Background: an optimization exercise with open tools, aiming at small area, a short achievable clock period and few clock cycles per item. Do not read the settings as production practice.
Function was checked by simulation only, so behaviour that the tests miss may differ from the original.

==> flow/design.v (excerpt) <==
module tmu_stats (
    input  wire         clk,
    input  wire         rst,
    input  wire         in_valid,
    output reg          in_ready,
    input  wire [47:0]  in_count,
    input  wire [95:0]  in_sum,
    input  wire [127:0] in_sumsq,
    output reg          out_valid,
    output wire [63:0]  out_mean,
    output wire [63:0]  out_stddev
);
For scale: roughly 1300 flip-flops, roughly 410 I/O pins, roughly 89000 um2 of cells after synthesis.
Settings: LEC_CHECK=0, ABC_CLOCK_PERIOD_IN_PS=3000, CAP_MARGIN=30, CORE_MARGIN=2, CORE_UTILIZATION=40, SETUP_SLACK_MARGIN=5, SLEW_MARGIN=30; clock period 10.0 ns.
run.sh (not shown) runs the stock make flow with config.mk's settings and CLKGATE_MAP_FILE= SYNTH_SCRIPT=/design/flow/synth_recipe.tcl, a recipe that flattens the netlist after the stock synthesis.
Testbench counts at the start, summed over its fixed seeds: cycles 48,496, items 2,400.
Edit:
==> flow/flow/run.sh (new file) <==
#!/bin/bash
# Standard synthesis, then the standard layout with a larger setup margin
# for repair_timing (the SDC is unchanged).
set -euo pipefail
bash standard.sh synth > synth.log 2>&1
bash standard.sh SETUP_SLACK_MARGIN=6.5 finish > layout.log 2>&1
==> flow/standard.sh (new file) <==
#!/bin/bash
# synth_recipe.tcl (not shown) runs the flow's synth.tcl, then flattens the netlist and writes it again
# the make line also repeats each setting of config.mk as NAME=value (left out here)
make -C /OpenROAD-flow-scripts/flow DESIGN_CONFIG=/design/flow/config.mk WORK_HOME=/design/flow/orfs CLKGATE_MAP_FILE= SYNTH_SCRIPT=/design/flow/synth_recipe.tcl "${@:-finish}"
SETUP_SLACK_MARGIN = unset   (was 5)
removed: flow/run.sh
=> The changed run finished with timing, DRC and antenna clean; routed wire length went up by roughly a tenth; sequential share of layout area went down by 3.1 points.

* * *

rev 12:
tmu_stats, a different RTL version from the one above (not shown whole).
For scale: about 1100 flip-flops, about 410 I/O pins, ~62000 sq um of cells after synthesis.
// tmu_stats
module tmu_stats (
    input  wire         clk,
    input  wire         rst,
    input  wire         in_valid,
    output reg          in_ready,
    input  wire [47:0]  in_count,
    input  wire [95:0]  in_sum,
    input  wire [127:0] in_sumsq,
    output reg          out_valid,
    output wire [63:0]  out_mean,
    output wire [63:0]  out_stddev
);
    localparam C = 38;               
    reg  [5:0] ph;                   
    wire       last = (ph == C - 1);  
    reg         m_v, m_sgn;
    reg         m_on;                
    reg  [33:0] m_n;                 
    reg  [94:0] m_q;
    reg  [63:0] m_u;
    reg  [73:0] m_ux;                
    reg  [98:0] m_cs, m_cc;          
    reg         m_cy;
    wire        in_sgn = in_sum[95];
    wire [63:0] in_u   = in_sum[63:0] ^ {64{in_sgn}};
    reg         m_n1, m_n2, m_nn, m_u1, m_u2, m_un;
    wire [2:0]  m_bn = last ? {in_count[1:0], 1'b0} : ({m_n[3:1]} & {3{ph < 6'd16}});
    wire [2:0]  m_bu = last ? {in_u[1:0], 1'b0} : m_ux[3:1];
    wire [96:0]  m_mn = ({97{m_n1}} & {2'd0, m_q}) | ({97{m_n2}} & {1'd0, m_q, 1'b0});
    wire [64:0]  m_mu = ({65{m_u1}} & {1'd0, m_u}) | ({65{m_u2}} & {m_u, 1'b0});
    wire [100:0] m_ra = {2'b0, m_cs};
    wire [100:0] m_rb = {2'b0, m_cc};
    wire [100:0] m_rc = {1'b0, ~m_nn, m_nn, m_nn, m_mn ^ {97{m_nn}}};
    wire [100:0] m_s1 = m_ra ^ m_rb ^ m_rc;
    wire [100:0] m_c1 = {(m_ra[99:0] & m_rb[99:0]) | (m_ra[99:0] & m_rc[99:0]) | (m_rb[99:0] & m_rc[99:0]), m_nn};
    wire [100:0] m_rd = {2'b0, ~m_un, {33{m_un}}, m_mu ^ {65{m_un}}};
    wire [100:0] m_s2 = m_s1 ^ m_c1 ^ m_rd;
    wire [100:0] m_c2 = {(m_s1[99:0] & m_c1[99:0]) | (m_s1[99:0] & m_rd[99:0]) | (m_c1[99:0] & m_rd[99:0]), m_un};
    wire [2:0]   m_lo = {1'b0, m_s2[1:0]} + {1'b0, m_c2[1:0]} + {2'b0, m_cy};
    wire [52:0]  m_dh = m_cs[52:0] + m_cc[52:0] + {52'd0, m_cy};    
    reg          s_v, s_sgn;
    reg  [32:0]  s_n;
    reg  [63:0]  s_u;
    reg  [137:0] s_x;                
    reg  [69:0]  s_r;                
    reg  [70:0]  s_rem;              
    wire [74:0]  s_w   = {s_rem, s_x[137:134]};
    wire [73:0]  s_d1;
    wire [75:0]  s_d2a, s_d2b;
    wire         s_c1, s_c2a;
  ...
make LEC_CHECK=0 ABC_CLOCK_PERIOD_IN_PS=3000 CAP_MARGIN=30 CORE_MARGIN=2 CORE_UTILIZATION=40 SETUP_SLACK_MARGIN=5 SLEW_MARGIN=30 finish   # period 10.0 ns
Stock flow here: none of the scripts above is used.
Rev 12 closes out successfully: all stages finished, all timing, DRC and antenna checks passed.
Testbench counts of rev 12, summed over its fixed seeds: cycles 91,824, items 2,400.
Here is what was changed in the inputs of rev 13 compared with rev 12.
Settings: clearing SETUP_SLACK_MARGIN, which used to be 5.
==> flow/flow/run.sh (new file) <==
#!/bin/bash
# Standard synthesis, then the standard layout with a larger setup margin
# for repair_timing (the SDC is unchanged).
set -euo pipefail
bash standard.sh synth > synth.log 2>&1
bash standard.sh SETUP_SLACK_MARGIN=6.3 finish > layout.log 2>&1
==> flow/standard.sh (new file) <==
#!/bin/bash
# synth_recipe.tcl (not shown) runs the flow's synth.tcl, then flattens the netlist and writes it again
# the make line also repeats each setting of config.mk as NAME=value (left out here)
make -C /OpenROAD-flow-scripts/flow DESIGN_CONFIG=/design/flow/config.mk WORK_HOME=/design/flow/orfs CLKGATE_MAP_FILE= SYNTH_SCRIPT=/design/flow/synth_recipe.tcl "${@:-finish}"
removed: flow/run.sh
## What came out
- For count of buffers not belonging to the clock network in the layout, dividing the value from rev 12 by the value from rev 13 gives 0.69.
- Routed wire length: rev 13 vs rev 12 up 9800 um
- Between rev 13 and rev 12, the number of clock-tree buffers in the layout is higher for rev 12.
- In rev 13, the non-filler instance count after layout came out about 1.7% above the value in rev 12.
- Rev 13: minimum hold slack is 0.017 ns higher than what rev 12 reported.
- Compared rev 13 vs rev 12, and critical path data arrival time is down in rev 13.
- Taking rev 12 as the reference, in rev 13 part of the cycle the worst path needs decreased by 7.3 points relative to the old numbers; first-pass GRT wire length increased by about 4% relative to the old numbers; via count increased by about 3.4% relative to the old numbers.

* * *

Another version of the RTL of tmu_stats (not shown whole).
Size: ~1900 flip-flops, about 410 I/O pins, about 130000 um^2 of cells after synthesis.
export LEC_CHECK = 0
export ABC_CLOCK_PERIOD_IN_PS = 3000
export CAP_MARGIN = 30
export CORE_MARGIN = 2
export CORE_UTILIZATION = 40
export SLEW_MARGIN = 30
create_clock -name core_clock -period 10.0 [get_ports {clk}]
standard.sh (not shown) runs the stock make flow with config.mk's settings and CLKGATE_MAP_FILE= SYNTH_SCRIPT=/design/flow/synth_recipe.tcl, a recipe that flattens the netlist after the stock synthesis.
==> flow/flow/run.sh <==
#!/bin/bash
# Standard synthesis, then the standard layout with a larger setup margin
# for repair_timing (the SDC is unchanged).
set -euo pipefail
bash standard.sh synth > synth.log 2>&1
bash standard.sh SETUP_SLACK_MARGIN=5.8 finish > layout.log 2>&1
Testbench counts at the start, summed over its fixed seeds: cycles 26,944, items 2,400.
Then changed:
--- a/flow/flow/run.sh
+++ b/flow/flow/run.sh
@@ -6 +6 @@
-bash standard.sh SETUP_SLACK_MARGIN=5.8 finish > layout.log 2>&1
+bash standard.sh SETUP_SLACK_MARGIN=6.0 finish > layout.log 2>&1
Result: Routed wire length rises by 3.7%; fmax rises by 1.4%; die area stays the same; non-clock buffer count rises by 247; via count rises by 2.0%; global-route usage rises by 0.90 points; sequential share of layout area falls by 0.95 points; synthesized cell count is unchanged.

* * *

## try-indigo
Another version of the RTL of tmu_stats (not shown whole).
For scale: ~14000 cells after synthesis, about 1800 flip-flops, roughly 410 I/O pins.
export LEC_CHECK = 0
export ABC_CLOCK_PERIOD_IN_PS = 3000
export CAP_MARGIN = 30
export CORE_MARGIN = 2
export CORE_UTILIZATION = 40
export SLEW_MARGIN = 30
create_clock -name core_clock -period 10.0 [get_ports {clk}]
==> flow/flow/run.sh <==
#!/bin/bash
# Standard synthesis, then the standard layout with a larger setup margin
# for repair_timing (the SDC is unchanged).
set -euo pipefail
bash standard.sh synth > synth.log 2>&1
bash standard.sh SETUP_SLACK_MARGIN=5.8 finish > layout.log 2>&1
Testbench counts of try-indigo, summed over its fixed seeds: cycles 26,944, items 2,400.
Input-level comparison between try-amber and try-indigo:
# try-indigo
export LEC_CHECK = 0
export ABC_CLOCK_PERIOD_IN_PS = 3000
export CAP_MARGIN = 30
export CORE_MARGIN = 2
export CORE_UTILIZATION = 40
export SLEW_MARGIN = 30
create_clock -name core_clock -period 10.0 [get_ports {clk}]
# try-amber
export LEC_CHECK = 0
export ABC_CLOCK_PERIOD_IN_PS = 3000
export CAP_MARGIN = 30
export CORE_MARGIN = 2
export CORE_UTILIZATION = 55
export SLEW_MARGIN = 30
create_clock -name core_clock -period 10.0 [get_ports {clk}]
-- flow/flow/run.sh --
<<< try-indigo, line 6
bash standard.sh SETUP_SLACK_MARGIN=5.8 finish > layout.log 2>&1
>>> try-amber, line 6
bash standard.sh SETUP_SLACK_MARGIN=5.5 finish > layout.log 2>&1
--- outcome ---
Every run (try-amber and try-indigo) finished clean.
try-amber and try-indigo ended up with nearly the same inverter count.
Sort try-amber and try-indigo by fmax, ascending, and try-amber comes first.
try-indigo → try-amber: final wirelength shrank by 19000 um, post-route worst setup slack shrank by 0.20 ns.
--- input diff try-amber..try-onyx ---
# try-amber
export LEC_CHECK = 0
export ABC_CLOCK_PERIOD_IN_PS = 3000
export CAP_MARGIN = 30
export CORE_MARGIN = 2
export CORE_UTILIZATION = 55
export SLEW_MARGIN = 30
create_clock -name core_clock -period 10.0 [get_ports {clk}]
# try-onyx
export LEC_CHECK = 0
export ABC_CLOCK_PERIOD_IN_PS = 3000
export CAP_MARGIN = 30
export CORE_MARGIN = 2
export CORE_UTILIZATION = 40
export SLEW_MARGIN = 30
create_clock -name core_clock -period 10.0 [get_ports {clk}]
-- flow/flow/run.sh --
<<< try-amber, line 6
bash standard.sh SETUP_SLACK_MARGIN=5.5 finish > layout.log 2>&1
>>> try-onyx, line 6
bash standard.sh SETUP_SLACK_MARGIN=5.6 finish > layout.log 2>&1
==> comparison <==
- Looking at arrival time of data at the critical path endpoint, try-onyx sits 0.11 ns higher than try-amber does.
- The smallest setup slack after layout of try-onyx was inferior to that of try-amber.

* * *

== job 7912 ==
Another version of the RTL of tmu_stats (not shown whole).
For scale: about 410 I/O pins, ~0.13 sq mm of cells after synthesis.
## tmu_stats
module tmu_stats (
    input  wire         clk,
    input  wire         rst,
    input  wire         in_valid,
    output reg          in_ready,
    input  wire [47:0]  in_count,
    input  wire [95:0]  in_sum,
    input  wire [127:0] in_sumsq,
    output reg          out_valid,
    output wire [63:0]  out_mean,
    output wire [63:0]  out_stddev
);
    localparam C = 11;               
    reg  [3:0] ph;                   
    wire       last = (ph == C - 1);  
    reg          m_v, m_sgn;
    reg  [32:0]  m_n;
    reg  [99:0]  m_q;
    reg  [63:0]  m_u;
    reg  [66:0]  m_cs, m_cc;
    reg  [9:0]   m_ls, m_lc;
    reg  [14:0]  m_cq, m_cu;         
    wire         in_sgn = in_sum[95];
    wire [63:0]  in_u   = in_sum[63:0] ^ {64{in_sgn}};
    function [14:0] booth5;
        input [10:0] w;
        input        inv;            
        integer k;
        reg [2:0] b;
        begin
  ...
==> flow/config.mk <==
export PLATFORM = sky130hd
export DESIGN_NAME = tmu_stats
export DESIGN_NICKNAME = tmu_stats
export VERILOG_FILES = /design/flow/design.v
export SDC_FILE = /design/flow/constraint.sdc
export NUM_CORES = 4
export LEC_CHECK = 0
export ABC_CLOCK_PERIOD_IN_PS = 3000
export CAP_MARGIN = 30
export CORE_MARGIN = 2
export CORE_UTILIZATION = 40
export SLEW_MARGIN = 30
==> flow/constraint.sdc <==
create_clock -name core_clock -period 10.0 [get_ports {clk}]
set_input_delay 2.0000 -clock core_clock [delete_from_list [all_inputs] [get_ports {clk}]]
set_output_delay 2.0000 -clock core_clock [all_outputs]
set_load 0.01 [all_outputs]
==> flow/flow/run.sh <==
#!/bin/bash
# Standard synthesis, then the standard layout with a larger setup margin
# for repair_timing (the SDC is unchanged).
set -euo pipefail
bash standard.sh synth > synth.log 2>&1
bash standard.sh SETUP_SLACK_MARGIN=5.2 finish > layout.log 2>&1
Testbench counts of job 7912, summed over its fixed seeds: cycles 26,856, items 2,400.
--- input diff job 7912..job 6544 ---
-- flow/flow/run.sh --
<<< job 7912, line 5
bash standard.sh synth > synth.log 2>&1
bash standard.sh SETUP_SLACK_MARGIN=5.2 finish > layout.log 2>&1
>>> job 6544, line 5
bash standard.sh synth > synth.log 2>&1
bash standard.sh SETUP_SLACK_MARGIN=5.6 finish > layout.log 2>&1
[summary]
Of job 6544 and job 7912, the lower sequential share of layout area belongs to job 6544. On register-to-register path setup slack, the lower figure sits with job 7912, not job 6544. Compared with job 7912, job 6544 shows cell count that has gone up slightly. Re post-synthesis register bit count: no difference whatsoever between job 6544 and job 7912. Job 6544 vs. job 7912: wire length on met1 rose by about 0.36%; relative area of non-clock buffer cells in the final design rose by 2.2 points; post-layout worst setup margin up 0.35 ns; number of hold-slack violations in the final timing report did not really move.
Changes in job 4978 relative to job 6544:
-- flow/flow/run.sh --
<<< job 6544, line 5
bash standard.sh synth > synth.log 2>&1
bash standard.sh SETUP_SLACK_MARGIN=5.6 finish > layout.log 2>&1
>>> job 4978, line 5
bash standard.sh synth > synth.log 2>&1
bash standard.sh SETUP_SLACK_MARGIN=5.8 finish > layout.log 2>&1
==> comparison <==
Job 4978 vs. job 6544: non-clock buffer count went up by 200.
Changes observed in job 4978 relative to job 6544: sequential share of layout area decreased 0.70 points; worst-case setup slack after placement rose by 0.17 ns; number of non-filler instances in the completed layout grew by about 1.1%.

## afterwards: timing with drivers on the ports
The results above use ideal ports. As a check the final layouts listed here were re-extracted and re-timed, cells and wires unchanged. Step 1: set_driving_cell puts a clkbuf_16 on clk and a buf_2 on each other input, an assumption about the parent block. Step 2 also shifts input and output timing later by t, the mid clock arrival at the registers, as if the neighbouring blocks saw the same clock. Three values: ideal, step 1, step 2; two values: the first two.
| run | shift t [ns] | slack for setup (ns) | hold WS [ns] |
|---|---|---|---|
| the first run of note 1 | 0.883 | 5.203 / 5.203 / 5.203 | 0.378 / 0.378 / 0.378 |
| the second run of note 1 | 0.921 | 5.823 / 5.823 / 5.823 | 0.382 / 0.382 / 0.382 |
| rev 12 | 0.829 | 5.164 / 5.164 / 5.164 | 0.401 / 0.401 / 0.401 |
| rev 13 | 0.819 | 5.895 / 5.895 / 5.895 | 0.419 / 0.419 / 0.419 |
| the first run of note 3 | 0.991 | 5.536 / 5.536 / 5.536 | 0.392 / 0.392 / 0.392 |
| the second run of note 3 | 0.996 | 5.597 / 5.597 / 5.597 | 0.402 / 0.402 / 0.402 |
| try-indigo | 1.024 | 5.799 / 5.799 / 5.799 | 0.323 / 0.323 / 0.323 |
| try-amber | 0.987 | 5.597 / 5.597 / 5.597 | 0.368 / 0.368 / 0.368 |
| try-onyx | 1.002 | 5.462 / 5.462 / 5.462 | 0.381 / 0.381 / 0.381 |
| job 7912 | 0.983 | 5.258 / 5.258 / 5.258 | 0.402 / 0.402 / 0.402 |
| job 6544 | 0.984 | 5.610 / 5.610 / 5.610 | 0.399 / 0.399 / 0.399 |
| job 4978 | 0.996 | 5.554 / 5.554 / 5.554 | 0.392 / 0.392 / 0.392 |
After both steps every run listed still meets setup and hold.
